This design comes from an exercise in tuning for small area, a short achievable clock period and few clock cycles per item on the open sky130 flow, not from production work. Only simulation tests tie the RTL to the original design; equivalence was not proved.

### design/flow/design.v
module aes_sbox (
  input  wire [7:0] a,
  output wire [7:0] y
);
  wire U0, U1, U2, U3, U4, U5, U6, U7;
  assign U0 = a[7];
  assign U1 = a[6];
  assign U2 = a[5];
  assign U3 = a[4];
  assign U4 = a[3];
  assign U5 = a[2];
  assign U6 = a[1];
  assign U7 = a[0];
  wire T1, T2, T3, T4, T5, T6, T7, T8, T9, T10, T11, T12, T13, T14, T15, T16, T17, T18, T19, T20, T21, T22, T23, T24, T25, T26, T27, M1, M2, M3, M4, M5, M6, M7, M8, M9, M10, M11, M12, M13, M14, M15, M16, M17, M18, M19, M20, M21, M22, M23, M24, M25, M26, M27, M28, M29, M30, M31, M32, M33, M34, M35, M36, M37, M38, M39, M40, M41, M42, M43, M44, M45, M46, M47, M48, M49, M50, M51, M52, M53, M54, M55, M56, M57, M58, M59, M60, M61, M62, M63, L0, L1, L2, L3, L4, L5, L6, L7, L8, L9, L10, L11, L12, L13, L14, L15, L16, L17, L18, L19, L20, L21, L22, L23, L24, L25, L26, L27, L28, L29, S0, S1, S2, S3, S4, S5, S6, S7;
  assign T1 = U0 ^ U3;
  assign T2 = U0 ^ U5;
  assign T3 = U0 ^ U6;
  assign T4 = U3 ^ U5;
  assign T5 = U4 ^ U6;
  assign T6 = T1 ^ T5;
  assign T7 = U1 ^ U2;
  assign T8 = U7 ^ T6;
  assign T9 = U7 ^ T7;
  assign T10 = T6 ^ T7;
  assign T11 = U1 ^ U5;
  assign T12 = U2 ^ U5;
  assign T13 = T3 ^ T4;
  assign T14 = T6 ^ T11;
  assign T15 = T5 ^ T11;
  assign T16 = T5 ^ T12;
  assign T17 = T9 ^ T16;
  assign T18 = U3 ^ U7;
  assign T19 = T7 ^ T18;
  assign T20 = T1 ^ T19;
  assign T21 = U6 ^ U7;
  assign T22 = T7 ^ T21;
  assign T23 = T2 ^ T22;
  assign T24 = T2 ^ T10;
  assign T25 = T20 ^ T17;
  assign T26 = T3 ^ T16;
  assign T27 = T1 ^ T12;
  assign M1 = T13 & T6;
  assign M2 = T23 & T8;
  assign M3 = T14 ^ M1;
  assign M4 = T19 & U7;
  assign M5 = M4 ^ M1;
  assign M6 = T3 & T16;
  assign M7 = T22 & T9;
  assign M8 = T26 ^ M6;
  assign M9 = T20 & T17;
  assign M10 = M9 ^ M6;
  assign M11 = T1 & T15;
  assign M12 = T4 & T27;
  assign M13 = M12 ^ M11;
  assign M14 = T2 & T10;
  assign M15 = M14 ^ M11;
  assign M16 = M3 ^ M2;
  assign M17 = M5 ^ T24;
  assign M18 = M8 ^ M7;
  assign M19 = M10 ^ M15;
  assign M20 = M16 ^ M13;
  assign M21 = M17 ^ M15;
  assign M22 = M18 ^ M13;
  assign M23 = M19 ^ T25;
  assign M24 = M22 ^ M23;
  assign M25 = M22 & M20;
  assign M26 = M21 ^ M25;
  assign M27 = M20 ^ M21;
  assign M28 = M23 ^ M25;
  assign M29 = M28 & M27;
  assign M30 = M26 & M24;
  assign M31 = M20 & M23;
  assign M32 = M27 & M31;
  assign M33 = M27 ^ M25;
  assign M34 = M21 & M22;
  assign M35 = M24 & M34;
  assign M36 = M24 ^ M25;
  assign M37 = M21 ^ M29;
  assign M38 = M32 ^ M33;
  assign M39 = M23 ^ M30;
  assign M40 = M35 ^ M36;
  assign M41 = M38 ^ M40;
  assign M42 = M37 ^ M39;
  assign M43 = M37 ^ M38;
  assign M44 = M39 ^ M40;
  assign M45 = M42 ^ M41;
  assign M46 = M44 & T6;
  assign M47 = M40 & T8;
  assign M48 = M39 & U7;
  assign M49 = M43 & T16;
  assign M50 = M38 & T9;
  assign M51 = M37 & T17;
  assign M52 = M42 & T15;
  assign M53 = M45 & T27;
  assign M54 = M41 & T10;
  assign M55 = M44 & T13;
  assign M56 = M40 & T23;
  assign M57 = M39 & T19;
  assign M58 = M43 & T3;
  assign M59 = M38 & T22;
  assign M60 = M37 & T20;
  assign M61 = M42 & T1;
  assign M62 = M45 & T4;
  assign M63 = M41 & T2;
  assign L0 = M61 ^ M62;
  assign L1 = M50 ^ M56;
  assign L2 = M46 ^ M48;
  assign L3 = M47 ^ M55;
  assign L4 = M54 ^ M58;
  assign L5 = M49 ^ M61;
  assign L6 = M62 ^ L5;
  assign L7 = M46 ^ L3;
  assign L8 = M51 ^ M59;
  assign L9 = M52 ^ M53;
  assign L10 = M53 ^ L4;
  assign L11 = M60 ^ L2;
  assign L12 = M48 ^ M51;
  assign L13 = M50 ^ L0;
  assign L14 = M52 ^ M61;
  assign L15 = M55 ^ L1;
  assign L16 = M56 ^ L0;
  assign L17 = M57 ^ L1;
  assign L18 = M58 ^ L8;
  assign L19 = M63 ^ L4;
  assign L20 = L0 ^ L1;
  assign L21 = L1 ^ L7;
  assign L22 = L3 ^ L12;
  assign L23 = L18 ^ L2;
  assign L24 = L15 ^ L9;
  assign L25 = L6 ^ L10;
  assign L26 = L7 ^ L9;
  assign L27 = L8 ^ L10;
  assign L28 = L11 ^ L14;
  assign L29 = L11 ^ L17;
  assign S0 = L6 ^ L24;
  assign S1 = ~(L16 ^ L26);
  assign S2 = ~(L19 ^ L28);
  assign S3 = L6 ^ L21;
  assign S4 = L20 ^ L22;
  assign S5 = L25 ^ L29;
  assign S6 = ~(L13 ^ L27);
  assign S7 = ~(L6 ^ L23);
  assign y = {S0, S1, S2, S3, S4, S5, S6, S7};
endmodule
module aes_cmac256 (
  input  wire         clk,
  input  wire         rst,         
  output wire         in_ready,    
  input  wire         key_valid,
  input  wire [255:0] key,
  input  wire         blk_valid,
  input  wire [127:0] blk_data,
  input  wire         blk_last,
  input  wire [4:0]   blk_len,     
  output reg          tag_valid,
  output wire [127:0] tag
);
  reg [255:0] key_r;      
  reg [127:0] k1;         
  reg [127:0] st;         
  reg [255:0] kw;         
  reg [3:0]   rnd;        
  reg         busy;       
  reg         kstart;     
  reg         is_sub;     
  reg         is_last;    
  wire fin = busy && (rnd == 4'd14);
  wire can_blk = !kstart && (!busy || (fin && !is_last && !is_sub));
  wire can_key = !kstart && (!busy || is_last);
  assign in_ready = key_valid ? can_key : can_blk;
  wire hs_key = key_valid && in_ready;
  wire hs_blk = blk_valid && in_ready;
  assign tag = st;
  function automatic [127:0] dbl(input [127:0] x);
    dbl = {x[126:0], 1'b0} ^ (x[127] ? 128'h87 : 128'h0);
  endfunction
  function automatic [7:0] xtime(input [7:0] b);
    xtime = {b[6:0], 1'b0} ^ (b[7] ? 8'h1b : 8'h00);
  endfunction
  function automatic [31:0] mix_col(input [31:0] c);
    reg [7:0] a0, a1, a2, a3, s;
    begin
      a0 = c[31:24]; a1 = c[23:16]; a2 = c[15:8]; a3 = c[7:0];
      s = a0 ^ a1 ^ a2 ^ a3;
      mix_col[31:24] = a0 ^ s ^ xtime(a0 ^ a1);
      mix_col[23:16] = a1 ^ s ^ xtime(a1 ^ a2);
      mix_col[15:8]  = a2 ^ s ^ xtime(a2 ^ a3);
      mix_col[7:0]   = a3 ^ s ^ xtime(a3 ^ a0);
    end
  endfunction
  function automatic [127:0] pad_block(input [127:0] d, input [4:0] len);
    integer i;
    begin
      for (i = 0; i < 16; i = i + 1) begin
        if (i < len)
          pad_block[127-8*i -: 8] = d[127-8*i -: 8];
        else if (i == len)
          pad_block[127-8*i -: 8] = 8'h80;
        else
          pad_block[127-8*i -: 8] = 8'h00;
      end
    end
  endfunction
  wire [127:0] sb;
  genvar g;
  generate
    for (g = 0; g < 16; g = g + 1) begin : g_sbox
      aes_sbox u_sbox (.a(st[127-8*g -: 8]), .y(sb[127-8*g -: 8]));
    end
  endgenerate
  wire [127:0] sr;
  generate
    for (g = 0; g < 16; g = g + 1) begin : g_shift
      localparam integer R = g % 4;
      localparam integer C = g / 4;
      localparam integer SRC = R + 4 * ((C + R) % 4);
      assign sr[127-8*g -: 8] = sb[127-8*SRC -: 8];
    end
  endgenerate
  wire [127:0] mc = {mix_col(sr[127:96]), mix_col(sr[95:64]),
                     mix_col(sr[63:32]),  mix_col(sr[31:0])};
  wire [127:0] rk     = kw[127:0];
  wire [127:0] mid_out = mc ^ rk;    
  wire [127:0] fin_out = sr ^ rk;    
  wire [31:0] last_w = kw[31:0];
  wire        rot    = rnd[0];     
  wire [31:0] sub_in = rot ? {last_w[23:0], last_w[31:24]} : last_w;
  wire [31:0] sub_out;
  generate
    for (g = 0; g < 4; g = g + 1) begin : g_ksbox
      aes_sbox u_sbox (.a(sub_in[31-8*g -: 8]), .y(sub_out[31-8*g -: 8]));
    end
  endgenerate
  reg [7:0] rcon;
  always @(*) begin
    case (rnd)
      4'd1:  rcon = 8'h01;
      4'd3:  rcon = 8'h02;
      4'd5:  rcon = 8'h04;
      4'd7:  rcon = 8'h08;
      4'd9:  rcon = 8'h10;
      4'd11: rcon = 8'h20;
      4'd13: rcon = 8'h40;
      default: rcon = 8'h00;
    endcase
  end
  wire [31:0] t  = sub_out ^ {rcon, 24'h0};
  wire [31:0] n0 = kw[255:224] ^ t;
  wire [31:0] n1 = kw[223:192] ^ n0;
  wire [31:0] n2 = kw[191:160] ^ n1;
  wire [31:0] n3 = kw[159:128] ^ n2;
  wire         full_blk = (blk_len == 5'd16);
  wire         use_k1   = blk_last && full_blk;
  wire         use_k2   = blk_last && !full_blk;
  wire [127:0] p_blk    = blk_last ? pad_block(blk_data, blk_len) : blk_data;
  wire [127:0] k2       = dbl(k1);
  wire [127:0] mask_r   = (use_k1 ? k1 : 128'h0) ^ (use_k2 ? k2 : 128'h0);
  wire [127:0] in_base  = p_blk ^ key_r[255:128];
  wire         chain_ok = !is_sub && !is_last;
  wire [127:0] chain_v  = fin ? fin_out : (chain_ok ? st : 128'h0);
  wire [127:0] blk_in   = chain_v ^ mask_r ^ in_base;
  wire run = busy && !fin;    
  always @(posedge clk) begin
    tag_valid <= 1'b0;
    if (rst) begin
      busy    <= 1'b0;
      kstart  <= 1'b0;
      is_last <= 1'b1;
    end else begin
      if (hs_key)
        kstart <= 1'b1;
      else if (!busy)
        kstart <= 1'b0;
      busy      <= run || (kstart && !busy) || hs_blk;
      tag_valid <= fin && is_last && !is_sub;
      if (kstart && !busy) begin
        is_sub  <= 1'b1;
        is_last <= 1'b0;
      end else if (hs_blk) begin
        is_sub  <= 1'b0;
        is_last <= blk_last;
      end
    end
  end
  always @(posedge clk) begin
    if (hs_key)
      key_r <= key;
    if (fin && is_sub)
      k1 <= dbl(fin_out);
    if (run) begin
      kw  <= {kw[127:0], n0, n1, n2, n3};
      rnd <= rnd + 4'd1;
    end else begin
      kw  <= key_r;
      rnd <= 4'd1;
    end
    if (run)
      st <= mid_out;
    else if (hs_blk)
      st <= blk_in;
    else if (kstart && !busy)
      st <= key_r[255:128];           
    else if (fin)
      st <= fin_out;
  end
endmodule
### design/flow/flow/abc_map.script
strash
&get -n
&fraig -x
&put
scorr
dc2
strash
&get -n
&dch -f
&nf
&put
buffer -c
topo
stime -c
upsize -c
dnsize -c
### design/flow/constraint.sdc
create_clock -name core_clock -period 9.0 [get_ports {clk}]
set_input_delay 1.8000 -clock core_clock [delete_from_list [all_inputs] [get_ports {clk}]]
set_output_delay 1.8000 -clock core_clock [all_outputs]
set_load 0.01 [all_outputs]
### design/flow/config.mk
export PLATFORM = sky130hd
export DESIGN_NAME = aes_cmac256
export DESIGN_NICKNAME = aes_cmac256
export VERILOG_FILES = /design/flow/design.v
export SDC_FILE = /design/flow/constraint.sdc
export NUM_CORES = 4
export LEC_CHECK = 0
export CAP_MARGIN = 20
export CORE_MARGIN = 2
export CORE_UTILIZATION = 55
export PLACE_DENSITY = 0.65
export SETUP_SLACK_MARGIN = 3
export SLEW_MARGIN = 20
### design/flow/standard.sh
#!/bin/bash
# synth_recipe.tcl (not shown) runs the flow's synth.tcl, then flattens the netlist and writes it again
# the make line also repeats each setting of config.mk as NAME=value (left out here)
make -C /OpenROAD-flow-scripts/flow DESIGN_CONFIG=/design/flow/config.mk WORK_HOME=/design/flow/orfs CLKGATE_MAP_FILE= SYNTH_SCRIPT=/design/flow/synth_recipe.tcl "${@:-finish}"
### design/flow/flow/run.sh
#!/bin/bash
set -euo pipefail
W=$PWD
F=$W/flow
mkdir -p $W/mysynth

# ORFS's synth.tcl with only the ABC script swapped.
python3 - "$FLOW_HOME/scripts/synth.tcl" "$W/mysynth/synth.tcl" "$F/abc_map.script" <<'PY'
import sys
src, dst, script = sys.argv[1:]
s = open(src).read()
old = "  log_cmd abc {*}$abc_args\n"
assert s.count(old) == 1, "synth.tcl changed"
s = s.replace(old, "  set abc_args [lreplace $abc_args 1 1 %s]\n%s" % (script, old))
open(dst, "w").write(s)
PY
grep -q 'source $::env(SCRIPTS_DIR)/synth.tcl' synth_recipe.tcl
sed "s#source \$::env(SCRIPTS_DIR)/synth.tcl#source $W/mysynth/synth.tcl#" synth_recipe.tcl > $W/mysynth/synth_recipe.tcl

# standard.sh's make command, with that script, for the synth target only.
line=$(grep '^make ' standard.sh)
line=${line/SYNTH_SCRIPT=$W\/synth_recipe.tcl/SYNTH_SCRIPT=$W/mysynth/synth_recipe.tcl}
line=${line/\"\$\{@:-finish\}\"/synth}
grep -q "SYNTH_SCRIPT=$W/mysynth/synth_recipe.tcl" <<< "$line"
echo "$line" > $W/mysynth/make_synth.sh
bash $W/mysynth/make_synth.sh > $W/synth.log 2>&1

export BUFFER_PORTS_ARGS="-buffer_cell sky130_fd_sc_hd__buf_1"
bash standard.sh > $W/layout.log 2>&1
test -f out/final.def
==> results of run 1 <==
==> Yosys cell counts, drive strengths merged (6+ instances only) <==
cell type,count
a211oi,42
o211ai,57
a22o,29
a211o,12
a31oi,20
a22oi,213
inv,81
nand4,6
or3,15
nor3b,6
a21o,19
a21oi,303
and3,13
and2,62
xor3,37
nand2b,47
o21a,16
nor2b,47
buf,58
ha,43
or2,39
mux2,14
o21ai,470
a21boi,10
edfxtp,513
a2bb2oi,15
nor2,408
nand3,40
o22ai,19
nor3,34
dfxtp,264
nand2,907
mux2i,48
o211a,16
xnor3,181
xor2,668
xnor2,1582
a221oi,11
o221ai,13
clkbuf,213
==> routing by layer <==
metal  share of wire, %  track usage (%)  up-vias
met5             0.0050                0        -
li1                   -                -    24058
met1                 39             59.7    26485
met3                 13             11.4      650
met4                6.1             20.0        2
met2                 41             60.2     3829
==> what timing repair did <==
item                                    in CTS  in global routing
gates resized for setup                    271                376
pin swaps                                   23                120
endpoints found under the hold margin        0                  0
endpoints found under the setup margin     243                195
hold buffers                                 0                  0
gates cloned                                 0                  3
buffers inserted                            73                237
==> registers in the layout (all words and copies together) (netlist names) <==
register / flops
k1: 128
key_r: 256
tag_valid: 1
kstart: 1
st: 128
is_last: 1
rnd: 4
busy: 1
kw: 256
is_sub: 1
==> kinds of logic (layout without fill, tap and decap cells) <==
kind of cell             count (synthesis)  in the layout  share of synthesized area [%]
adder cells (fa/ha/maj)                 43             43                          0.844
XOR/XNOR                              2468           2469                           39.6
flip-flops                             777            777                           32.5
AND/OR/NAND/NOR                       1644           1644                           10.9
AO/OA/AOI/OAI                         1318           1318                           12.9
multiplexers                            62             62                           1.05
buffers and inverters                  352           1150                           2.22
other                                    0              3                              0
==> per-stage QoR <==
step                util (%)  hold WS, ps  instance area [um^2]
finish                  67.2          449                 77000
global route            67.2          476                 77000
CTS                     63.3          444                 72500
detailed placement      58.6          427                 67200
global placement        58.6          424                 67100
floorplan                  -          408                 63800
==> critical path: cells and delay by family (launching register included) <==
family                     cells  cell delay [ps]
adders and majority gates      1              330
xor gates and xnor gates      11             3220
DFF                            1              550
and+or+nand+nor                3              640
AOI/OAI and AO/OA              4              960
==> layout make-up <==
cell class	instances	area, um^2
fillers	9127	37600
clock inverters	45	372
multi-input cells	5536	46100
inverters	81	309
repair buffers	900	5060
well taps	1512	1890
flip-flops and latches	777	20700
clock buffers	124	2610
diodes	3	7.51
==> worst max-delay path by stage <==
stage | from | end | slack (ps) | cells after the start
after floorplan | st[1] | st[119] | 3270 | 20
after global placement | rnd[0] | kw[26] | 2020 | 20
after detailed placement | rnd[0] | kw[18] | 1930 | 21
after CTS | rnd[0] | kw[26] | 2860 | 21
after global routing | st[31] | st[14] | 2790 | 18
final | st[67] | st[57] | 3000 | 19
==> impl_metrics.env, run 1 <==
export IMPL_grt_first_pass_wirelength_um=360000
export IMPL_area_growth_syn_to_layout_pct=20.8
export IMPL_worst_r2r_cell_count=19
export IMPL_synth_async_sr_flop_share_pct=0
export IMPL_period_minus_ws_final_ps=6000
export IMPL_die_height_um=344
export IMPL_clkSlewWorstSetupHoldPaths_ps=60
export IMPL_finalCritPeriodShare_pct=66.7
export IMPL_rows=124
export IMPL_synthDistinctLibCells=103
export IMPL_synthCells=6664
export IMPL_setup_repair_after_global_routing_missed_its_margin="true"
export IMPL_clock_sinks=777
export IMPL_required_ps=9410
export IMPL_clk_root_buffer_cell="sky130_fd_sc_hd__clkbuf_16"
export IMPL_drt_drc_violations_left=0
export IMPL_cts_inserted_buffers=90
export IMPL_hold_path_startpoint="key_r[127]"
export IMPL_min_path_cells=2
export IMPL_max_slew_worst_pin_slew_ps=1170
export IMPL_fp_coreArea_um2=115000
export IMPL_final_cells=8978
export IMPL_worst_r2r_setup_slack_ps=3000
export IMPL_drive_gt1_share_pct=16.1
export IMPL_mostFrequentLayoutCell="sky130_fd_sc_hd__xnor2_1"
export IMPL_holdPathEnd="kw[127]"
export IMPL_setup_violating_endpoint_count_in_the_final_report=0
export IMPL_critical_r2r_capture="st[57]"
export IMPL_critPathArrivalTime_ps=6410
export IMPL_global_route_total_usage_across_every_layer_pct=42.4
export IMPL_route_vias_total=55024
export IMPL_layout_nets=7823
export IMPL_path_common_cell="sky130_fd_sc_hd__xnor2_1"
export IMPL_hpwlAfterDp_um=195000
export IMPL_syn_area_per_cell_um2=9.57
export IMPL_ys_dominant_reg_cell="sky130_fd_sc_hd__edfxtp_1"
export IMPL_synth_area_um2=63800
export IMPL_rr_startpoint="st[67]"
export IMPL_synth_seq_cells=777
export IMPL_yosys_top_cells_area="sky130_fd_sc_hd__edfxtp_1, sky130_fd_sc_hd__xnor2_1, sky130_fd_sc_hd__xor2_1"
export IMPL_tns_ps=0
export IMPL_critPathSlowestCell="sky130_fd_sc_hd__edfxtp_1"
export IMPL_seq_area_frac_synth_pct=32.5
export IMPL_place_congestion=1.02
export IMPL_place_worst_setup_slack_ps=1930
export IMPL_clock_tree_htree_level_count=3
export IMPL_timing_hold_violations_final=0
export IMPL_cts_path_max_buffers=3
export IMPL_grt_antenna_before_repair=12
export IMPL_design_die_area_um2=119000
export IMPL_buffer_ports_inserted=523
export IMPL_worst_slew_margin_rel_pct=21.6
export IMPL_grt_pass1_vias=50726
export IMPL_die_width_um=344
export IMPL_maxSlewViolCount=0
export IMPL_yosysWarnings=1
export IMPL_cp_cell_sequence="xnor2_4 -> xnor2_2 -> xnor2_2 -> ha_1 -> xnor2_1 -> nand3_1 -> o211a_1 -> or2_2 -> a211o_4 -> a22o_1 -> xnor2_2 -> nand2_1 -> xnor2_1 -> xnor3_1 -> xor3_2 -> xor2_2 -> xnor2_1 -> xnor2_1 -> a21oi_1"
export IMPL_wire_per_inst_um=29.2
export IMPL_placed_cells=8492
export IMPL_synth_nets=7101
export IMPL_finalWorstSetupSlack_ps=3000
export IMPL_worst_path_max_fanout=7
export IMPL_leading_cell_types_in_the_layout_fill_and_taps_excluded="sky130_fd_sc_hd__xnor2_1, sky130_fd_sc_hd__nand2_1, sky130_fd_sc_hd__xor2_1, sky130_fd_sc_hd__buf_1, sky130_fd_sc_hd__edfxtp_1"
export IMPL_num_io_pins=524
export IMPL_floorplan_initialDensity_pct=55.6
export IMPL_tritoncts_clock_tree="yes"
export IMPL_endpoint_kind_of_the_worst_setup_timing_path="register"
export IMPL_worst_setup_path_type="reg -> reg"
export IMPL_vias_per_cell=6.13
export IMPL_routed_wirelength_um=262000
export IMPL_dr_pass1_iters=8
export IMPL_grt_start_max_net_pins=172
export IMPL_fmax_mhz=167
export IMPL_drtAntennaViolNets=0
export IMPL_synth_top_cell_by_area="sky130_fd_sc_hd__edfxtp_1"
export IMPL_insertion_delay_ps=720
export IMPL_yosys_area_top_type_share_pct=24.2
export IMPL_detail_route_iter0_violations=7748
export IMPL_drv_max_cap_violation_count=0
export IMPL_critical_path_max_stage_delay_ps=550
export IMPL_min_path_type="reg -> reg"
export IMPL_result_of_the_run="no timing/DRC/antenna violations"
export IMPL_edff_count_synth=513
export IMPL_grt_ovfl_total=0
export IMPL_skew_ps=29.4
export IMPL_launching_element_type_of_the_critical_path="register"
Testbench counts, summed over its fixed seeds: cycles 10,116, blocks 637.
==> run 2: changes to the inputs <==
--- a/design/flow/config.mk
+++ b/design/flow/config.mk
@@ -10,2 +10,3 @@
 export CORE_UTILIZATION = 55
+export CTS_BUF_LIST = sky130_fd_sc_hd__clkbuf_8
 export PLACE_DENSITY = 0.65
==> impl_metrics.env, run 2 <==
export IMPL_result_of_the_run="no timing/DRC/antenna violations"
export IMPL_syn_area_per_cell_um2=9.57
export IMPL_skew_ps=71.2
export IMPL_hold_path_startpoint="key_r[127]"
export IMPL_grt_ovfl_total=0
export IMPL_route_vias_total=55238
export IMPL_synth_async_sr_flop_share_pct=0
export IMPL_path_common_cell="sky130_fd_sc_hd__xnor2_2"
export IMPL_rows=124
export IMPL_edff_count_synth=513
export IMPL_layout_nets=7862
export IMPL_insertion_delay_ps=930
export IMPL_grt_antenna_before_repair=11
export IMPL_setup_violating_endpoint_count_in_the_final_report=0
export IMPL_clock_sinks=777
export IMPL_synthDistinctLibCells=103
export IMPL_finalCritPeriodShare_pct=66.6
export IMPL_wire_per_inst_um=28.9
export IMPL_ys_dominant_reg_cell="sky130_fd_sc_hd__edfxtp_1"
export IMPL_clkSlewWorstSetupHoldPaths_ps=70
export IMPL_area_growth_syn_to_layout_pct=20.6
export IMPL_max_slew_worst_pin_slew_ps=1200
export IMPL_vias_per_cell=6.09
export IMPL_synth_area_um2=63800
export IMPL_worst_r2r_cell_count=20
export IMPL_endpoint_kind_of_the_worst_setup_timing_path="register"
export IMPL_yosys_top_cells_area="sky130_fd_sc_hd__edfxtp_1, sky130_fd_sc_hd__xnor2_1, sky130_fd_sc_hd__xor2_1"
export IMPL_synth_seq_cells=777
export IMPL_critPathSlowestCell="sky130_fd_sc_hd__edfxtp_1"
export IMPL_synth_top_cell_by_area="sky130_fd_sc_hd__edfxtp_1"
export IMPL_required_ps=9570
export IMPL_worst_setup_path_type="reg -> reg"
export IMPL_cts_inserted_buffers=142
export IMPL_grt_first_pass_wirelength_um=362000
export IMPL_top_regs="key_r x256, kw x256"
export IMPL_num_io_pins=524
export IMPL_drv_max_cap_violation_count=0
export IMPL_ctsHoldBuffers=0
export IMPL_yosys_area_top_type_share_pct=24.2
export IMPL_yosysWarnings=1
export IMPL_maxSlewViolCount=0
export IMPL_min_path_type="reg -> reg"
export IMPL_launching_element_type_of_the_critical_path="register"
export IMPL_setup_repair_after_global_routing_missed_its_margin="true"
export IMPL_clock_tree_htree_level_count=4
export IMPL_tritoncts_clock_tree="yes"
export IMPL_synthCells=6664
export IMPL_grt_pass1_vias=51376
export IMPL_clk_root_buffer_cell="sky130_fd_sc_hd__clkbuf_8"
export IMPL_holdPathEnd="kw[127]"
export IMPL_buffer_ports_inserted=523
export IMPL_drtAntennaViolNets=0
export IMPL_worst_slew_margin_rel_pct=19.7
export IMPL_period_minus_ws_final_ps=6000
export IMPL_die_width_um=344
export IMPL_place_congestion=1.02
export IMPL_dr_pass1_iters=8
export IMPL_critical_path_max_stage_delay_ps=550
export IMPL_die_height_um=344
export IMPL_min_path_cells=2
export IMPL_drive_gt1_share_pct=16.5
export IMPL_rr_startpoint="st[67]"
export IMPL_tns_ps=0
export IMPL_mostFrequentLayoutCell="sky130_fd_sc_hd__xnor2_1"
export IMPL_timing_hold_violations_final=0
export IMPL_ys_top_cells_by_count="sky130_fd_sc_hd__xnor2_1, sky130_fd_sc_hd__nand2_1, sky130_fd_sc_hd__xor2_1"
export IMPL_hpwlAfterDp_um=195000
export IMPL_fp_coreArea_um2=115000
export IMPL_cts_path_max_buffers=3
export IMPL_grt_start_max_net_pins=172
export IMPL_num_fill_cells=9258
export IMPL_critical_r2r_capture="st[57]"
export IMPL_cp_cell_sequence="xnor2_4 -> xnor2_2 -> xnor2_2 -> ha_1 -> xnor2_1 -> nand3_1 -> o211a_1 -> or2_2 -> a211o_4 -> a22o_1 -> xnor2_2 -> buf_4 -> nand2_1 -> xnor2_2 -> xnor3_1 -> xor3_2 -> xor2_2 -> xnor2_1 -> xnor2_1 -> a21oi_1"
export IMPL_global_route_total_usage_across_every_layer_pct=42.6
export IMPL_worst_path_max_fanout=7
export IMPL_floorplan_initialDensity_pct=55.6
export IMPL_synth_nets=7101
export IMPL_drt_drc_violations_left=0
export IMPL_yosys_cell_count_top_type="sky130_fd_sc_hd__xnor2_1"
export IMPL_worst_r2r_setup_slack_ps=3000
export IMPL_design_die_area_um2=119000
export IMPL_routed_wirelength_um=262000
export IMPL_fmax_mhz=167
export IMPL_detail_route_iter0_violations=7764
export IMPL_leading_cell_types_in_the_layout_fill_and_taps_excluded="sky130_fd_sc_hd__xnor2_1, sky130_fd_sc_hd__nand2_1, sky130_fd_sc_hd__buf_1, sky130_fd_sc_hd__xor2_1, sky130_fd_sc_hd__edfxtp_1"
export IMPL_critPathArrivalTime_ps=6560
export IMPL_seq_area_frac_synth_pct=32.5
run 2: stage by stage:
step	setup slack, ps	cells	instance area (um^2)	util (%)	hold slack [ps]
finish	3000	9068	76900	67.1	436
global route	2850	9062	76900	67.1	474
CTS	2790	8838	72600	63.3	440
detailed placement	1930	8492	67200	58.6	427
global placement	2020	8491	67100	58.6	424
floorplan	3270	6664	63800	-	408
run 2: final cells by class:
cell class	count	area [um^2]	share of cell area (%)
clock buffer	158	2170	2.83
timing repair buffer	887	4940	6.43
inverter	81	309	0.402
clock inverter	107	792	1.03
sequential	777	20700	26.9
tap	1512	1890	2.46
multi-input combinational	5536	46100	59.9
antenna	10	25.0	0.0325
run 2: timing repair:
action                                  CTS  global route
endpoints found under the setup margin  242           210
endpoints found under the hold margin     0             0
cloned                                    0             3
buffers inserted                         81           216
pin swaps                                24           102
resized for setup                       276           366
run 2: worst max-delay path, delay by kind of cell (launching register included):
| kind | cells | cell delay [ps] |
|---|---|---|
| XOR/XNOR | 11 | 3010 |
| AO/OA/AOI/OAI | 4 | 970 |
| AND/OR/NAND/NOR | 3 | 600 |
| flip-flops | 1 | 550 |
| adder cells (fa/ha/maj) | 1 | 320 |
| buffers and inverters | 1 | 160 |
run 2: worst max path at each step:
stage / depth (start not counted) / endpoint / start
floorplan: 20 / st[119] / st[1]
global placement: 20 / kw[26] / rnd[0]
detailed placement: 21 / kw[18] / rnd[0]
CTS: 23 / kw[18] / rnd[0]
global route: 23 / kw[18] / rnd[0]
finish: 20 / st[57] / st[67]
run 2: logic make-up after synthesis:
kind of cell / count (synthesis) / share of synthesized area [%]
buffers and inverters: 352 / 2.22
AOI/OAI and AO/OA: 1318 / 12.9
xor gates and xnor gates: 2468 / 39.6
and+or+nand+nor: 1644 / 10.9
adders and majority gates: 43 / 0.844
DFF: 777 / 32.5
muxes: 62 / 1.05
run 2: per-layer routing:
metal | GRT usage (%) | part of all wire (%) | vias up
li1 | - | - | 24198
met1 | 59.5 | 39 | 26491
met2 | 60.1 | 41 | 3861
met3 | 12.3 | 14 | 684
met4 | 21.3 | 5.9 | 4
met5 | 0 | 0.0088 | -
==> run 3: changes to the inputs <==
==> design/flow/flow/abc_map.script (replaced) <==
strash
&get -n
&fraig -x
&put
scorr
dc2
strash
&get -n
&dch -f
&nf
&put
--- a/design/flow/config.mk
+++ b/design/flow/config.mk
@@ -10,3 +10,2 @@
 export CORE_UTILIZATION = 55
-export CTS_BUF_LIST = sky130_fd_sc_hd__clkbuf_8
 export PLACE_DENSITY = 0.65
==> impl_metrics.env, run 3 <==
export IMPL_routed_top_layer="met5"
export IMPL_tritoncts_clock_tree="yes"
export IMPL_fp_coreArea_um2=112000
export IMPL_die_width_um=339
export IMPL_synth_nets=6830
export IMPL_area_growth_syn_to_layout_pct=25.3
export IMPL_grt_ovfl_total=0
export IMPL_wl_met1_um=94100
export IMPL_detail_route_iter0_violations=7283
export IMPL_yosysWarnings=1
export IMPL_placed_cells=8473
export IMPL_clock_sinks=777
export IMPL_critPathArrivalTime_ps=6640
export IMPL_worst_path_max_fanout=15
export IMPL_cts_inserted_buffers=91
export IMPL_route_vias_total=54868
export IMPL_hpwlAfterDp_um=184000
export IMPL_clock_tree_htree_level_count=3
export IMPL_design_die_area_um2=115000
export IMPL_edff_count_synth=513
export IMPL_top_regs="key_r x256, kw x256"
export IMPL_setup_violating_endpoint_count_in_the_final_report=0
export IMPL_num_io_pins=524
export IMPL_result_of_the_run="no timing/DRC/antenna violations"
export IMPL_launching_element_type_of_the_critical_path="register"
export IMPL_vias_per_cell=6.11
export IMPL_clkSlewWorstSetupHoldPaths_ps=70
export IMPL_rows=123
export IMPL_layout_nets=7842
export IMPL_mostFrequentLayoutCell="sky130_fd_sc_hd__xnor2_1"
export IMPL_insertion_delay_ps=750
export IMPL_fmax_mhz=165
export IMPL_met3_wirelength_um=32700
export IMPL_place_congestion=1.00
export IMPL_min_path_type="reg -> reg"
export IMPL_seq_area_frac_synth_pct=33.4
export IMPL_yosys_cell_count_top_type="sky130_fd_sc_hd__xnor2_1"
export IMPL_synth_top_cell_by_area="sky130_fd_sc_hd__edfxtp_1"
export IMPL_worst_slew_margin_rel_pct=19.2
export IMPL_synthCells=6393
export IMPL_cts_path_max_buffers=3
export IMPL_design_area_um2=77500
export IMPL_grt_pass1_vias=51364
export IMPL_postPlaceCellArea_um2=66400
export IMPL_finalCritPeriodShare_pct=67.5
export IMPL_endpoint_kind_of_the_worst_setup_timing_path="register"
export IMPL_grt_first_pass_wirelength_um=351000
export IMPL_drt_drc_violations_left=0
export IMPL_routed_wirelength_um=251000
export IMPL_syn_area_per_cell_um2=9.68
export IMPL_dr_wl_met2_um=108000
export IMPL_max_slew_worst_pin_slew_ps=1200
export IMPL_setup_repair_after_global_routing_missed_its_margin="true"
export IMPL_grt_antenna_before_repair=6
export IMPL_tns_ps=0
export IMPL_drive_gt1_share_pct=15.8
export IMPL_final_cells=8984
export IMPL_synth_area_um2=61900
export IMPL_yosys_top_cells_area="sky130_fd_sc_hd__edfxtp_1, sky130_fd_sc_hd__xnor2_1, sky130_fd_sc_hd__xor2_1"
export IMPL_floorplan_initialDensity_pct=55.2
export IMPL_timing_hold_violations_final=0
export IMPL_synth_async_sr_flop_share_pct=0
export IMPL_required_ps=9560
export IMPL_utilization_pct=69.2
export IMPL_dr_pass1_iters=6
export IMPL_leading_cell_types_in_the_layout_fill_and_taps_excluded="sky130_fd_sc_hd__xnor2_1, sky130_fd_sc_hd__nand2_1, sky130_fd_sc_hd__buf_1, sky130_fd_sc_hd__xor2_1, sky130_fd_sc_hd__edfxtp_1"
export IMPL_clk_root_buffer_cell="sky130_fd_sc_hd__clkbuf_16"
export IMPL_die_height_um=339
export IMPL_skew_ps=47.9
export IMPL_synthDistinctLibCells=65
export IMPL_buffer_ports_inserted=523
export IMPL_period_minus_ws_final_ps=6070
export IMPL_wire_per_inst_um=28.0
export IMPL_maxSlewViolCount=0
export IMPL_ys_top_cells_by_count="sky130_fd_sc_hd__xnor2_1, sky130_fd_sc_hd__nand2_1, sky130_fd_sc_hd__xor2_1"
export IMPL_drtAntennaViolNets=0
export IMPL_worst_setup_path_type="reg -> reg"
export IMPL_yosys_area_top_type_share_pct=24.9
export IMPL_ys_dominant_reg_cell="sky130_fd_sc_hd__edfxtp_1"
export IMPL_drv_max_cap_violation_count=0
export IMPL_synth_seq_cells=777
export IMPL_global_route_total_usage_across_every_layer_pct=41.6
export IMPL_grt_start_max_net_pins=133
==> run 3: cell types whose count changed in the layout (fill, tap and decap cells not counted), sizes merged, moves of 2 or more <==
| cell | previous run | this run |
|---|---|---|
| nor2b | 47 | 49 |
| bufinv | 10 | 6 |
| buf | 884 | 919 |
| diode | 10 | 2 |
| and2b | 2 | 0 |
| clkinv | 39 | 110 |
| inv | 137 | 10 |
| clkbuf | 161 | 122 |
==> run 3: final timing paths <==
| path | slack [ps] | to | cells past startpoint | start |
|---|---|---|---|---|
| min reg2reg | 440 | kw[100] | 2 | key_r[100] |
| min | 440 | kw[100] | 2 | key_r[100] |
| max | 2930 | kw[6] | 21 | rnd[0] |
| max reg2reg | 2930 | kw[6] | 21 | rnd[0] |
==> run 3: layout make-up <==
cell class	count	area [um^2]
multi-input cells	5535	46300
fillers	8803	34500
flip-flops and latches	777	20700
repair buffers	919	5190
clock buffers	122	2600
well taps	1500	1880
clock inverters	48	500
inverters	81	314
diodes	2	5.00
==> run 3: per-stage QoR <==
| stage | setup WS, ps | hold WS [ps] |
|---|---|---|
| after floorplan | -613 | 408 |
| after global placement | 975 | 427 |
| after detailed placement | 1060 | 430 |
| after CTS | 2960 | 444 |
| after global routing | 2770 | 471 |
| final | 2930 | 445 |
==> run 3: critical path: stages, from the launching register on <==
cell and delay, ps:
sky130_fd_sc_hd__dfxtp_4 450, sky130_fd_sc_hd__buf_12 130, sky130_fd_sc_hd__buf_16 170, sky130_fd_sc_hd__mux2i_2 340, sky130_fd_sc_hd__xnor2_2 140, sky130_fd_sc_hd__xnor2_2 330
sky130_fd_sc_hd__xor2_1 250, sky130_fd_sc_hd__ha_1 280, sky130_fd_sc_hd__xnor2_1 240, sky130_fd_sc_hd__xnor2_1 200, sky130_fd_sc_hd__xor2_1 340, sky130_fd_sc_hd__nand3_2 210
sky130_fd_sc_hd__mux2i_4 240, sky130_fd_sc_hd__a21o_1 230, sky130_fd_sc_hd__and3_1 200, sky130_fd_sc_hd__or3_1 450, sky130_fd_sc_hd__xor2_2 320, sky130_fd_sc_hd__xor2_2 300
sky130_fd_sc_hd__xor3_2 540, sky130_fd_sc_hd__xor2_4 300, sky130_fd_sc_hd__xor2_1 170, sky130_fd_sc_hd__a21oi_1 80
==> run 3: what timing repair did <==
item / 4_1_cts / 5_1_grt
resized for setup: 407 / 398
pin swaps: 41 / 122
hold buffers: 0 / 0
setup endpoints to repair: 270 / 203
buffers inserted: 105 / 234
==> run 3: kinds of logic (layout without fill, tap and decap cells) <==
family	Yosys count	after routing	share of synthesized area (%)
xor gates and xnor gates	2468	2468	39.9
adders and majority gates	43	43	0.869
muxes	62	62	1.03
and+or+nand+nor	1644	1644	11.2
DFF	777	777	33.4
AOI/OAI and AO/OA	1318	1318	13.1
other	0	2	0
buffers and inverters	81	1170	0.491
==> run 3: metal layers <==
layer	vias up	GRT usage, %
li1	24134	-
met1	26409	55.1
met3	707	11.7
met2	3614	61.6
met5	-	0
met4	4	22.4
==> run 4: changes to the inputs <==
==> design/flow/flow/abc_map.script (replaced) <==
strash
&get -n
&fraig -x
&put
scorr
dc2
strash
&get -n
&dch -f
&nf
&put
buffer -c
topo
stime -c
upsize -c
dnsize -c
--- a/design/flow/config.mk
+++ b/design/flow/config.mk
@@ -9,4 +9,5 @@
 export CORE_MARGIN = 2
-export CORE_UTILIZATION = 55
-export PLACE_DENSITY = 0.65
+export CORE_UTILIZATION = 50
+export CTS_BUF_LIST = sky130_fd_sc_hd__clkbuf_8
+export PLACE_DENSITY = 0.8
 export SETUP_SLACK_MARGIN = 3
==> impl_metrics.env, run 4 <==
export IMPL_clkSlewWorstSetupHoldPaths_ps=60
export IMPL_route_vias_total=56523
export IMPL_synth_top_cell_by_area="sky130_fd_sc_hd__edfxtp_1"
export IMPL_ys_dominant_reg_cell="sky130_fd_sc_hd__edfxtp_1"
export IMPL_top_regs="key_r x256, kw x256"
export IMPL_detail_route_iter0_violations=8566
export IMPL_synth_area_um2=63800
export IMPL_num_io_pins=524
export IMPL_finalCritPeriodShare_pct=66.8
export IMPL_synth_nets=7101
export IMPL_edff_count_synth=513
export IMPL_grt_antenna_before_repair=18
export IMPL_global_route_total_usage_across_every_layer_pct=38.5
export IMPL_synth_async_sr_flop_share_pct=0
export IMPL_critPathArrivalTime_ps=6610
export IMPL_drv_max_cap_violation_count=0
export IMPL_skew_ps=76.6
export IMPL_wire_per_inst_um=28.8
export IMPL_yosys_area_top_type_share_pct=24.2
export IMPL_maxSlewViolCount=0
export IMPL_design_area_um2=76600
export IMPL_ctsHoldBuffers=0
export IMPL_worst_path_max_fanout=4
export IMPL_syn_area_per_cell_um2=9.57
export IMPL_routed_wirelength_um=265000
export IMPL_grt_pass1_vias=52348
export IMPL_cts_path_max_buffers=3
export IMPL_cts_inserted_buffers=140
export IMPL_timing_hold_ws_ps=432
export IMPL_insertion_delay_ps=930
export IMPL_max_slew_worst_pin_slew_ps=1210
export IMPL_synth_seq_cells=777
export IMPL_synthCells=6664
export IMPL_hpwlAfterDp_um=198000
export IMPL_synthDistinctLibCells=103
export IMPL_finalWorstSetupSlack_ps=2990
export IMPL_leading_cell_types_in_the_layout_fill_and_taps_excluded="sky130_fd_sc_hd__xnor2_1, sky130_fd_sc_hd__nand2_1, sky130_fd_sc_hd__xor2_1, sky130_fd_sc_hd__buf_1, sky130_fd_sc_hd__edfxtp_1"
export IMPL_worst_slew_margin_rel_pct=18.4
export IMPL_die_width_um=361
export IMPL_utilization_pct=60.3
export IMPL_yosys_top_cells_area="sky130_fd_sc_hd__edfxtp_1, sky130_fd_sc_hd__xnor2_1, sky130_fd_sc_hd__xor2_1"
export IMPL_area_growth_syn_to_layout_pct=20.1
export IMPL_yosys_cell_count_top_type="sky130_fd_sc_hd__xnor2_1"
export IMPL_rows=131
export IMPL_fmax_mhz=166
export IMPL_clk_root_buffer_cell="sky130_fd_sc_hd__clkbuf_8"
export IMPL_drive_gt1_share_pct=15.8
export IMPL_layout_nets=7818
export IMPL_mostFrequentLayoutCell="sky130_fd_sc_hd__xnor2_1"
export IMPL_place_worst_setup_slack_ps=1960
export IMPL_timing_hold_violations_final=0
export IMPL_tns_ps=0
export IMPL_endpoint_kind_of_the_worst_setup_timing_path="register"
export IMPL_vias_per_cell=6.16
export IMPL_tritoncts_clock_tree="yes"
export IMPL_ys_top_cells_by_count="sky130_fd_sc_hd__xnor2_1, sky130_fd_sc_hd__nand2_1, sky130_fd_sc_hd__xor2_1"
export IMPL_die_height_um=361
export IMPL_required_ps=9600
export IMPL_dr_pass1_iters=9
export IMPL_fp_coreArea_um2=127000
export IMPL_yosysWarnings=1
export IMPL_drtAntennaViolNets=0
export IMPL_result_of_the_run="no timing/DRC/antenna violations"
export IMPL_grt_ovfl_total=0
export IMPL_place_congestion=1.10
export IMPL_setup_violating_endpoint_count_in_the_final_report=0
export IMPL_grt_first_pass_wirelength_um=364000
export IMPL_design_die_area_um2=130000
export IMPL_grt_start_max_net_pins=210
export IMPL_buffer_ports_inserted=523
export IMPL_setup_repair_after_global_routing_missed_its_margin="true"
export IMPL_clock_tree_htree_level_count=4
export IMPL_drt_drc_violations_left=0
export IMPL_period_minus_ws_final_ps=6010
export IMPL_clock_sinks=777
export IMPL_launching_element_type_of_the_critical_path="register"
export IMPL_floorplan_initialDensity_pct=50.2
export IMPL_worst_setup_path_type="reg -> reg"
export IMPL_seq_area_frac_synth_pct=32.5
export IMPL_min_path_type="reg -> reg"
export IMPL_postPlaceCellArea_um2=67200
run 4: layout make-up:
cell class,count,area (um^2)
Fill cell,10343,50500
Multi-Input combinational cell,5535,45800
Sequential cell,777,20700
Timing Repair Buffer,846,4640
Clock buffer,157,2160
Tap cell,1662,2080
Clock inverter,103,816
Inverter,81,305
Antenna cell,10,25.0
run 4: logic make-up after synthesis:
logic type | after synthesis | share of synthesized area, %
simple gates | 1644 | 10.9
flops | 777 | 32.5
buf+inv | 352 | 2.22
compound gates | 1318 | 12.9
xor+xnor | 2468 | 39.6
mux | 62 | 1.05
fa+ha+maj | 43 | 0.844
run 4: final timing paths:
check,from,endpoint,slack [ps],cells after the start
min,key_r[94],kw[94],430,2
max reg2reg,st[1],st[98],2990,21
min reg2reg,key_r[94],kw[94],430,2
max,st[1],st[98],2990,21
run 4: through the flow:
step / instances
after detailed placement: 8624
after CTS: 8962
after global routing: 9166
after global placement: 8624
after floorplan: 6664
final: 9171
run 4: worst max-delay path: stages (launching register included):
cell	delay, ps
sky130_fd_sc_hd__edfxtp_1	560
sky130_fd_sc_hd__xor2_4	280
sky130_fd_sc_hd__buf_12	170
sky130_fd_sc_hd__xnor2_4	200
sky130_fd_sc_hd__xor2_2	200
sky130_fd_sc_hd__ha_1	290
sky130_fd_sc_hd__xor2_2	200
sky130_fd_sc_hd__xnor2_2	270
sky130_fd_sc_hd__buf_4	170
sky130_fd_sc_hd__xor2_1	220
sky130_fd_sc_hd__nor2_1	120
sky130_fd_sc_hd__o21a_1	210
sky130_fd_sc_hd__o211ai_1	260
sky130_fd_sc_hd__xnor3_1	490
sky130_fd_sc_hd__xnor3_1	410
sky130_fd_sc_hd__xnor3_1	230
sky130_fd_sc_hd__xor3_2	560
sky130_fd_sc_hd__xnor2_4	250
sky130_fd_sc_hd__a22oi_1	120
sky130_fd_sc_hd__xnor2_1	200
sky130_fd_sc_hd__a21oi_1	190
sky130_fd_sc_hd__o21ai_0	100
run 4: per-layer routing:
layer | GRT usage [%] | up-vias | part of all wire [%]
li1 | - | 24127 | -
met4 | 25.1 | 14 | 8.2
met3 | 15.1 | 1056 | 16
met1 | 49.3 | 26864 | 36
met2 | 53.6 | 4462 | 40
met5 | 1.26 | - | 0.13
run 4: what timing repair did:
action | CTS | global route
buffers inserted | 78 | 198
endpoints found under the setup margin | 239 | 184
pin swaps | 24 | 87
gates cloned | 0 | 1
gates resized for setup | 234 | 383
==> run 5: changes to the inputs <==
--- a/design/flow/design.v
+++ b/design/flow/design.v
@@ -247,6 +247,10 @@
   wire [31:0] t  = sub_out ^ {rcon, 24'h0};
-  wire [31:0] n0 = kw[255:224] ^ t;
-  wire [31:0] n1 = kw[223:192] ^ n0;
-  wire [31:0] n2 = kw[191:160] ^ n1;
-  wire [31:0] n3 = kw[159:128] ^ n2;
+  wire [31:0] p0 = kw[255:224];
+  wire [31:0] p1 = p0 ^ kw[223:192];
+  wire [31:0] p2 = p1 ^ kw[191:160];
+  wire [31:0] p3 = p2 ^ kw[159:128];
+  wire [31:0] n0 = p0 ^ t;
+  wire [31:0] n1 = p1 ^ t;
+  wire [31:0] n2 = p2 ^ t;
+  wire [31:0] n3 = p3 ^ t;
   wire         full_blk = (blk_len == 5'd16);
==> design/flow/flow/abc_map.script (replaced) <==
strash
dch
map -a
topo
buffer -c
upsize -c
dnsize -c
--- a/design/flow/config.mk
+++ b/design/flow/config.mk
@@ -9,6 +9,6 @@
 export CORE_MARGIN = 2
-export CORE_UTILIZATION = 50
+export CORE_UTILIZATION = 62
 export CTS_BUF_LIST = sky130_fd_sc_hd__clkbuf_8
-export PLACE_DENSITY = 0.8
-export SETUP_SLACK_MARGIN = 3
+export PLACE_DENSITY = 0.7
+export SETUP_SLACK_MARGIN = 2.5
 export SLEW_MARGIN = 20
==> impl_metrics.env, run 5 <==
export IMPL_result_of_the_run="no timing/DRC/antenna violations"
export IMPL_clk_root_buffer_cell="sky130_fd_sc_hd__clkbuf_8"
export IMPL_critical_path_top_delay_family="buffers and inverters"
export IMPL_synth_area_um2=63400
export IMPL_yosysWarnings=1
export IMPL_launching_element_type_of_the_critical_path="input port"
export IMPL_detail_route_iter0_violations=10371
export IMPL_worst_setup_path_type="in -> reg"
export IMPL_die_width_um=324
export IMPL_leading_cell_types_in_the_layout_fill_and_taps_excluded="sky130_fd_sc_hd__nand2_1, sky130_fd_sc_hd__xor2_1, sky130_fd_sc_hd__inv_1, sky130_fd_sc_hd__xnor2_1, sky130_fd_sc_hd__buf_1"
export IMPL_grt_first_pass_wirelength_um=372000
export IMPL_clock_tree_htree_level_count=4
export IMPL_grt_antenna_before_repair=26
export IMPL_clkSlewWorstSetupHoldPaths_ps=60
export IMPL_num_fill_cells=8025
export IMPL_required_ps=9560
export IMPL_syn_area_per_cell_um2=7.98
export IMPL_synth_nets=8371
export IMPL_grt_start_max_net_pins=215
export IMPL_floorplan_initialDensity_pct=62.4
export IMPL_edff_count_synth=513
export IMPL_critPathArrivalTime_ps=7040
export IMPL_tns_ps=0
export IMPL_insertion_delay_ps=900
export IMPL_postPlaceCellArea_um2=66700
export IMPL_dr_pass1_iters=10
export IMPL_fp_coreArea_um2=102000
export IMPL_ys_dominant_reg_cell="sky130_fd_sc_hd__edfxtp_1"
export IMPL_synthCells=7934
export IMPL_hpwlAfterDp_um=211000
export IMPL_drv_max_cap_violation_count=0
export IMPL_synth_top_cell_by_area="sky130_fd_sc_hd__edfxtp_1"
export IMPL_routed_wirelength_um=272000
export IMPL_max_slew_worst_pin_slew_ps=1220
export IMPL_design_die_area_um2=105000
export IMPL_critPathSlowestCell="sky130_fd_sc_hd__clkinvlp_4"
export IMPL_critical_path_max_stage_delay_ps=770
export IMPL_place_congestion=1.10
export IMPL_endpoint_kind_of_the_worst_setup_timing_path="register"
export IMPL_fmax_mhz=154
export IMPL_cts_inserted_buffers=137
export IMPL_grt_pass1_vias=55675
export IMPL_yosys_area_top_type_share_pct=24.3
export IMPL_worst_slew_margin_rel_pct=18.4
export IMPL_route_vias_total=60778
export IMPL_setup_violating_endpoint_count_in_the_final_report=0
export IMPL_critPathBufInv=5
export IMPL_num_io_pins=524
export IMPL_die_height_um=324
export IMPL_global_route_total_usage_across_every_layer_pct=49.5
export IMPL_ys_top_cells_by_count="sky130_fd_sc_hd__nand2_1, sky130_fd_sc_hd__xor2_1, sky130_fd_sc_hd__inv_1"
export IMPL_drtAntennaViolNets=0
export IMPL_worst_path_max_fanout=17
export IMPL_vias_per_cell=6.03
export IMPL_period_minus_ws_final_ps=6490
export IMPL_yosys_top_cells_area="sky130_fd_sc_hd__edfxtp_1, sky130_fd_sc_hd__xor2_1, sky130_fd_sc_hd__xnor2_1"
export IMPL_seq_area_frac_synth_pct=32.7
export IMPL_wire_per_inst_um=27.0
export IMPL_cp_cell_sequence="buf_1 -> inv_1 -> nor2_1 -> clkinv_1 -> nor2_1 -> clkinvlp_4 -> a21oi_1 -> clkinv_1 -> o21ai_2 -> xor2_1 -> xor2_1 -> a21oi_1 -> o21ai_0 -> a31oi_1"
export IMPL_layout_nets=9015
export IMPL_tritoncts_clock_tree="yes"
export IMPL_design_area_um2=73000
export IMPL_area_growth_syn_to_layout_pct=15.3
export IMPL_maxSlewViolCount=0
export IMPL_drt_drc_violations_left=0
export IMPL_grt_ovfl_total=0
export IMPL_skew_ps=87.5
export IMPL_mostFrequentLayoutCell="sky130_fd_sc_hd__nand2_1"
export IMPL_setup_repair_after_global_routing_missed_its_margin="true"
export IMPL_ctsHoldBuffers=0
export IMPL_clock_sinks=777
export IMPL_timing_hold_violations_final=0
export IMPL_drive_gt1_share_pct=10.5
export IMPL_cts_path_max_buffers=3
export IMPL_synthDistinctLibCells=53
export IMPL_synth_async_sr_flop_share_pct=0
export IMPL_top_regs="key_r x256, kw x256"
export IMPL_min_path_type="reg -> reg"
export IMPL_rows=117
export IMPL_finalCritPeriodShare_pct=72.1
export IMPL_synth_seq_cells=777
export IMPL_buffer_ports_inserted=523
export IMPL_yosys_cell_count_top_type="sky130_fd_sc_hd__nand2_1"
[run 5: changes by cell type after synthesis, sizes merged, moves of 72 or more]
cell	change
or2	+82
nor2	+72
inv	+837
a22oi	-129
xnor3	-181
nand2	+737
o22ai	+206
xor2	+894
o21ai	+84
nand3	+78
xnor2	-816
[run 5: what timing repair did]
item / in CTS / in global routing
pin swaps: 3 / 62
setup endpoints to repair: 73 / 170
gates resized for setup: 50 / 281
gates cloned: 0 / 0
setup buffers: 4 / 148
[run 5: metal layers]
metal	routed length (um)	vias to the layer above	GRT usage, %
met5	350	-	0.694
met3	46300	1198	22.1
met2	108000	5091	69.5
li1	-	26424	-
met4	22300	24	31.2
met1	95400	28041	61.7
[run 5: worst paths after layout]
path	startpoint	endpoint	slack (ps)	cells after the start
hold / removal	key_r[45]	kw[45]	440	2
setup / recovery	blk_last	st[79]	2510	14
setup reg to reg	st[45]	st[116]	2590	26
hold reg to reg	key_r[45]	kw[45]	440	2
[run 5: cell type report]
class / instances / area [um^2] / area share [%]
Sequential cell: 777 / 20700 / 28.4
Multi-Input combinational cell: 6015 / 40700 / 55.8
Antenna cell: 20 / 50.0 / 0.0685
Inverter: 926 / 3500 / 4.79
Timing Repair Buffer: 721 / 3600 / 4.93
Tap cell: 1368 / 1710 / 2.34
Clock buffer: 151 / 2080 / 2.85
Clock inverter: 101 / 657 / 0.899
[run 5: cell families (layout without fill, tap and decap cells)]
family,Yosys count,count (layout),synth area share [%]
XOR/XNOR,2328,2328,33.2
AO/OA/AOI/OAI,1243,1243,11.1
multiplexers,4,4,0.0632
AND/OR/NAND/NOR,2397,2397,15.2
flip-flops,777,777,32.7
other,0,20,0
adder cells (fa/ha/maj),43,43,0.849
buffers and inverters,1142,1899,6.87
[run 5: stage by stage]
step / std cells / setup slack, ps / utilization, % / hold slack [ps]
after floorplan: 7934 / 2540 / - / 419
after global placement: 9655 / 1230 / 65.6 / 427
after detailed placement: 9655 / 1360 / 65.6 / 428
after CTS: 9911 / 2440 / 68.7 / 444
after global routing: 10065 / 2350 / 71.8 / 464
final: 10079 / 2510 / 71.9 / 442
[run 5: worst min-delay path: stages (launching register included)]
cell and delay [ps]:
sky130_fd_sc_hd__edfxtp_1 320, sky130_fd_sc_hd__nand2_1 50, sky130_fd_sc_hd__nand2_1 50
Testbench counts of run 5, summed over its fixed seeds: cycles 10,116, blocks 637.
==> run 6: changes to the inputs <==
--- a/design/flow/design.v
+++ b/design/flow/design.v
@@ -221,6 +221,17 @@
                      mix_col(sr[63:32]),  mix_col(sr[31:0])};
-  wire [127:0] rk     = kw[127:0];
+  function automatic [127:0] pfx(input [127:0] g);
+    begin
+      pfx[127:96] = g[127:96];
+      pfx[95:64]  = g[127:96] ^ g[95:64];
+      pfx[63:32]  = g[127:96] ^ g[95:64] ^ g[63:32];
+      pfx[31:0]   = g[127:96] ^ g[95:64] ^ g[63:32] ^ g[31:0];
+    end
+  endfunction
+  function automatic [127:0] unpfx(input [127:0] p);
+    unpfx = {p[127:96], p[127:96] ^ p[95:64], p[95:64] ^ p[63:32], p[63:32] ^ p[31:0]};
+  endfunction
+  wire [127:0] rk      = unpfx(kw[127:0]);
   wire [127:0] mid_out = mc ^ rk;    
   wire [127:0] fin_out = sr ^ rk;    
-  wire [31:0] last_w = kw[31:0];
+  wire [31:0] last_w = rk[31:0];
   wire        rot    = rnd[0];     
@@ -247,10 +258,9 @@
   wire [31:0] t  = sub_out ^ {rcon, 24'h0};
-  wire [31:0] p0 = kw[255:224];
-  wire [31:0] p1 = p0 ^ kw[223:192];
-  wire [31:0] p2 = p1 ^ kw[191:160];
-  wire [31:0] p3 = p2 ^ kw[159:128];
-  wire [31:0] n0 = p0 ^ t;
-  wire [31:0] n1 = p1 ^ t;
-  wire [31:0] n2 = p2 ^ t;
-  wire [31:0] n3 = p3 ^ t;
+  wire [31:0] q0 = kw[255:224];
+  wire [31:0] q1 = kw[223:192];
+  wire [31:0] q2 = kw[191:160];
+  wire [31:0] q3 = kw[159:128];
+  wire [31:0] a01  = q0 ^ q1;
+  wire [31:0] a012 = a01 ^ q2;
+  wire [127:0] kp_next = {q0 ^ t, a01, a012 ^ t, a012 ^ q3};
   wire         full_blk = (blk_len == 5'd16);
@@ -294,6 +304,6 @@
     if (run) begin
-      kw  <= {kw[127:0], n0, n1, n2, n3};
+      kw  <= {kw[127:0], kp_next};
       rnd <= rnd + 4'd1;
     end else begin
-      kw  <= key_r;
+      kw  <= {pfx(key_r[255:128]), pfx(key_r[127:0])};
       rnd <= 4'd1;
==> design/flow/flow/abc_map.script (replaced) <==
strash
&get -n
&fraig -x
&put
scorr
dc2
strash
&get -n
&dch -f
&nf
&put
buffer -c
topo
stime -c
upsize -c
dnsize -c
--- a/design/flow/config.mk
+++ b/design/flow/config.mk
@@ -9,6 +9,6 @@
 export CORE_MARGIN = 2
-export CORE_UTILIZATION = 62
+export CORE_UTILIZATION = 55
 export CTS_BUF_LIST = sky130_fd_sc_hd__clkbuf_8
-export PLACE_DENSITY = 0.7
-export SETUP_SLACK_MARGIN = 2.5
+export PLACE_DENSITY = 0.65
+export SETUP_SLACK_MARGIN = 3
 export SLEW_MARGIN = 20
==> impl_metrics.env, run 6 <==
export IMPL_result_of_the_run="no timing/DRC/antenna violations"
export IMPL_drv_max_cap_violation_count=0
export IMPL_grt_start_max_net_pins=175
export IMPL_synth_top_cell_by_area="sky130_fd_sc_hd__edfxtp_1"
export IMPL_skew_ps=80.0
export IMPL_hold_path_startpoint="kw[139]"
export IMPL_syn_area_per_cell_um2=9.66
export IMPL_fmax_mhz=166
export IMPL_worst_path_max_fanout=6
export IMPL_synthCells=6909
export IMPL_launching_element_type_of_the_critical_path="register"
export IMPL_floorplan_initialDensity_pct=55.6
export IMPL_utilization_pct=65.2
export IMPL_clock_tree_htree_level_count=4
export IMPL_detail_route_iter0_violations=7485
export IMPL_drive_gt1_share_pct=14.7
export IMPL_worst_r2r_setup_slack_ps=2980
export IMPL_finalCritPeriodShare_pct=66.9
export IMPL_ys_dominant_reg_cell="sky130_fd_sc_hd__edfxtp_1"
export IMPL_drtAntennaViolNets=0
export IMPL_max_slew_worst_pin_slew_ps=1250
export IMPL_cts_inserted_buffers=143
export IMPL_endpoint_kind_of_the_worst_setup_timing_path="register"
export IMPL_period_minus_ws_final_ps=6020
export IMPL_top_regs="key_r x256, kw x256"
export IMPL_cts_path_max_buffers=3
export IMPL_grt_first_pass_wirelength_um=379000
export IMPL_min_path_type="reg -> reg"
export IMPL_tns_ps=0
export IMPL_place_worst_setup_slack_ps=2370
export IMPL_grt_ovfl_total=0
export IMPL_edff_count_synth=513
export IMPL_grt_pass1_vias=53240
export IMPL_area_growth_syn_to_layout_pct=17.4
export IMPL_routed_wirelength_um=272000
export IMPL_placed_cells=8850
export IMPL_fp_coreArea_um2=120000
export IMPL_synth_async_sr_flop_share_pct=0
export IMPL_synth_area_um2=66800
export IMPL_synthDistinctLibCells=105
export IMPL_clk_root_buffer_cell="sky130_fd_sc_hd__clkbuf_8"
export IMPL_wire_per_inst_um=29.0
export IMPL_maxSlewViolCount=0
export IMPL_die_height_um=352
export IMPL_yosys_top_cells_area="sky130_fd_sc_hd__edfxtp_1, sky130_fd_sc_hd__xnor2_1, sky130_fd_sc_hd__xor2_1"
export IMPL_clkSlewWorstSetupHoldPaths_ps=80
export IMPL_yosys_area_top_type_share_pct=23.1
export IMPL_design_die_area_um2=124000
export IMPL_yosysWarnings=1
export IMPL_clock_sinks=777
export IMPL_timing_hold_violations_final=0
export IMPL_leading_cell_types_in_the_layout_fill_and_taps_excluded="sky130_fd_sc_hd__xnor2_1, sky130_fd_sc_hd__xor2_1, sky130_fd_sc_hd__nand2_1, sky130_fd_sc_hd__buf_1, sky130_fd_sc_hd__edfxtp_1"
export IMPL_hpwlAfterDp_um=211000
export IMPL_buffer_ports_inserted=523
export IMPL_insertion_delay_ps=910
export IMPL_layout_nets=8066
export IMPL_final_cells=9374
export IMPL_required_ps=9580
export IMPL_rows=127
export IMPL_synth_nets=7346
export IMPL_ys_top_cells_by_count="sky130_fd_sc_hd__xnor2_1, sky130_fd_sc_hd__xor2_1, sky130_fd_sc_hd__nand2_1"
export IMPL_grt_antenna_before_repair=17
export IMPL_worst_r2r_cell_count=22
export IMPL_critical_r2r_capture="st[57]"
run 6: what timing repair did:
item / in CTS / in global routing
buffers inserted: 36 / 210
cloned: 0 / 0
gates resized for setup: 128 / 294
setup endpoints to repair: 168 / 184
pin swaps: 13 / 84
hold buffers: 0 / 0
run 6: worst max path at each step:
stage               to  cells after the start   start  slack (ps)
5_1_grt         st[99]                     18   st[7]        2840
2_1_floorplan  st[115]                     22  st[81]        3460
3_3_place_gp    st[99]                     19  st[85]        2420
4_1_cts         st[99]                     18   st[7]        2820
3_5_place_dp    st[99]                     20  st[81]        2370
6_report        st[57]                     22  st[59]        2980
run 6: critical path, cell delays in order (launching register included):
cell                       delay, ps
sky130_fd_sc_hd__edfxtp_1        560
sky130_fd_sc_hd__xnor2_4         220
sky130_fd_sc_hd__buf_4           170
sky130_fd_sc_hd__xnor2_4         230
sky130_fd_sc_hd__xnor2_2         150
sky130_fd_sc_hd__ha_1            280
sky130_fd_sc_hd__xnor2_2         220
sky130_fd_sc_hd__nand3_2         140
sky130_fd_sc_hd__a211oi_4        390
sky130_fd_sc_hd__nor2_4          120
sky130_fd_sc_hd__o211ai_4        150
sky130_fd_sc_hd__a21boi_4        270
sky130_fd_sc_hd__mux2_4          370
sky130_fd_sc_hd__xor2_4          180
sky130_fd_sc_hd__nand2b_4        180
sky130_fd_sc_hd__xnor3_1         420
sky130_fd_sc_hd__xor3_2          530
sky130_fd_sc_hd__buf_12          190
sky130_fd_sc_hd__xnor2_4         300
sky130_fd_sc_hd__xnor2_1         140
sky130_fd_sc_hd__a21oi_1         150
sky130_fd_sc_hd__o21ai_0         140
sky130_fd_sc_hd__and2_1          180
run 6: cell type report:
| class | instances | area (um^2) |
|---|---|---|
| Fill cell | 10053 | 41700 |
| Sequential cell | 777 | 20700 |
| Clock buffer | 158 | 2170 |
| Timing Repair Buffer | 850 | 4620 |
| Clock inverter | 107 | 717 |
| Tap cell | 1612 | 2020 |
| Multi-Input combinational cell | 5745 | 47700 |
| Inverter | 112 | 429 |
| Antenna cell | 13 | 32.5 |
run 6: per-layer routing:
| layer | vias to the layer above | share of wire (%) | track usage, % |
|---|---|---|---|
| li1 | 25109 | - | - |
| met5 | - | 0.074 | 0 |
| met4 | 16 | 7.2 | 25.0 |
| met3 | 796 | 13 | 14.2 |
| met2 | 3561 | 42 | 61.4 |
| met1 | 27372 | 38 | 54.2 |
run 6: cell families after synthesis:
| group | after synthesis | synth area share (%) |
|---|---|---|
| buf+inv | 387 | 2.32 |
| mux | 63 | 1.09 |
| compound gates | 1529 | 14.1 |
| xor+xnor | 2690 | 41.2 |
| flops | 777 | 31.0 |
| simple gates | 1420 | 9.56 |
| fa+ha+maj | 43 | 0.806 |
run 6: through the flow:
step / area (um^2) / hold slack (ps)
after global routing: 78400 / 513
after global placement: 70400 / 468
after CTS: 74500 / 491
after floorplan: 66800 / 443
after detailed placement: 70400 / 473
final: 78400 / 495
Testbench counts of run 6, summed over its fixed seeds: cycles 10,116, blocks 637.

-- afterwards: timing with drivers on the ports --
How much do the figures lean on ideal ports? The routed layouts below were timed once more, with nothing changed but the port constraints. Step 1 (the two cells are an assumption about what drives the block):
set clk [get_ports {clk}]
set_driving_cell -lib_cell sky130_fd_sc_hd__clkbuf_16 $clk
set_driving_cell -lib_cell sky130_fd_sc_hd__buf_2 [delete_from_list [all_inputs] $clk]
Step 2 also shifts input and output timing later by t, the mid clock arrival at the registers, as if the neighbouring blocks saw the same clock. a / b / c = ideal ports / drivers / drivers and shift; a / b = the first two.
run	t, ns	setup WS [ns]	hold slack, ns	clock arrival spread, ns
run 1	0.780	2.998 / 2.998 / 2.831	0.449 / 0.449 / 0.449	0.031 / 0.031
run 2	0.976	3.002 / 3.002 / 2.758	0.436 / 0.436 / 0.436	0.072 / 0.071
run 3	0.798	2.926 / 2.926 / 2.887	0.445 / 0.445 / 0.445	0.049 / 0.050
run 4	0.968	2.988 / 2.988 / 2.960	0.432 / 0.432 / 0.432	0.084 / 0.083
run 5	0.945	2.513 / 2.507 / 1.562	0.442 / 0.442 / 0.442	0.088 / 0.088
run 6	0.949	2.983 / 2.983 / 2.943	0.495 / 0.495 / 0.495	0.081 / 0.081
After both steps setup and hold are still met in every run listed. For run 5, which loses most, drivers alone change the setup slack by -0.006 ns; drivers and shift together by -0.951 ns.
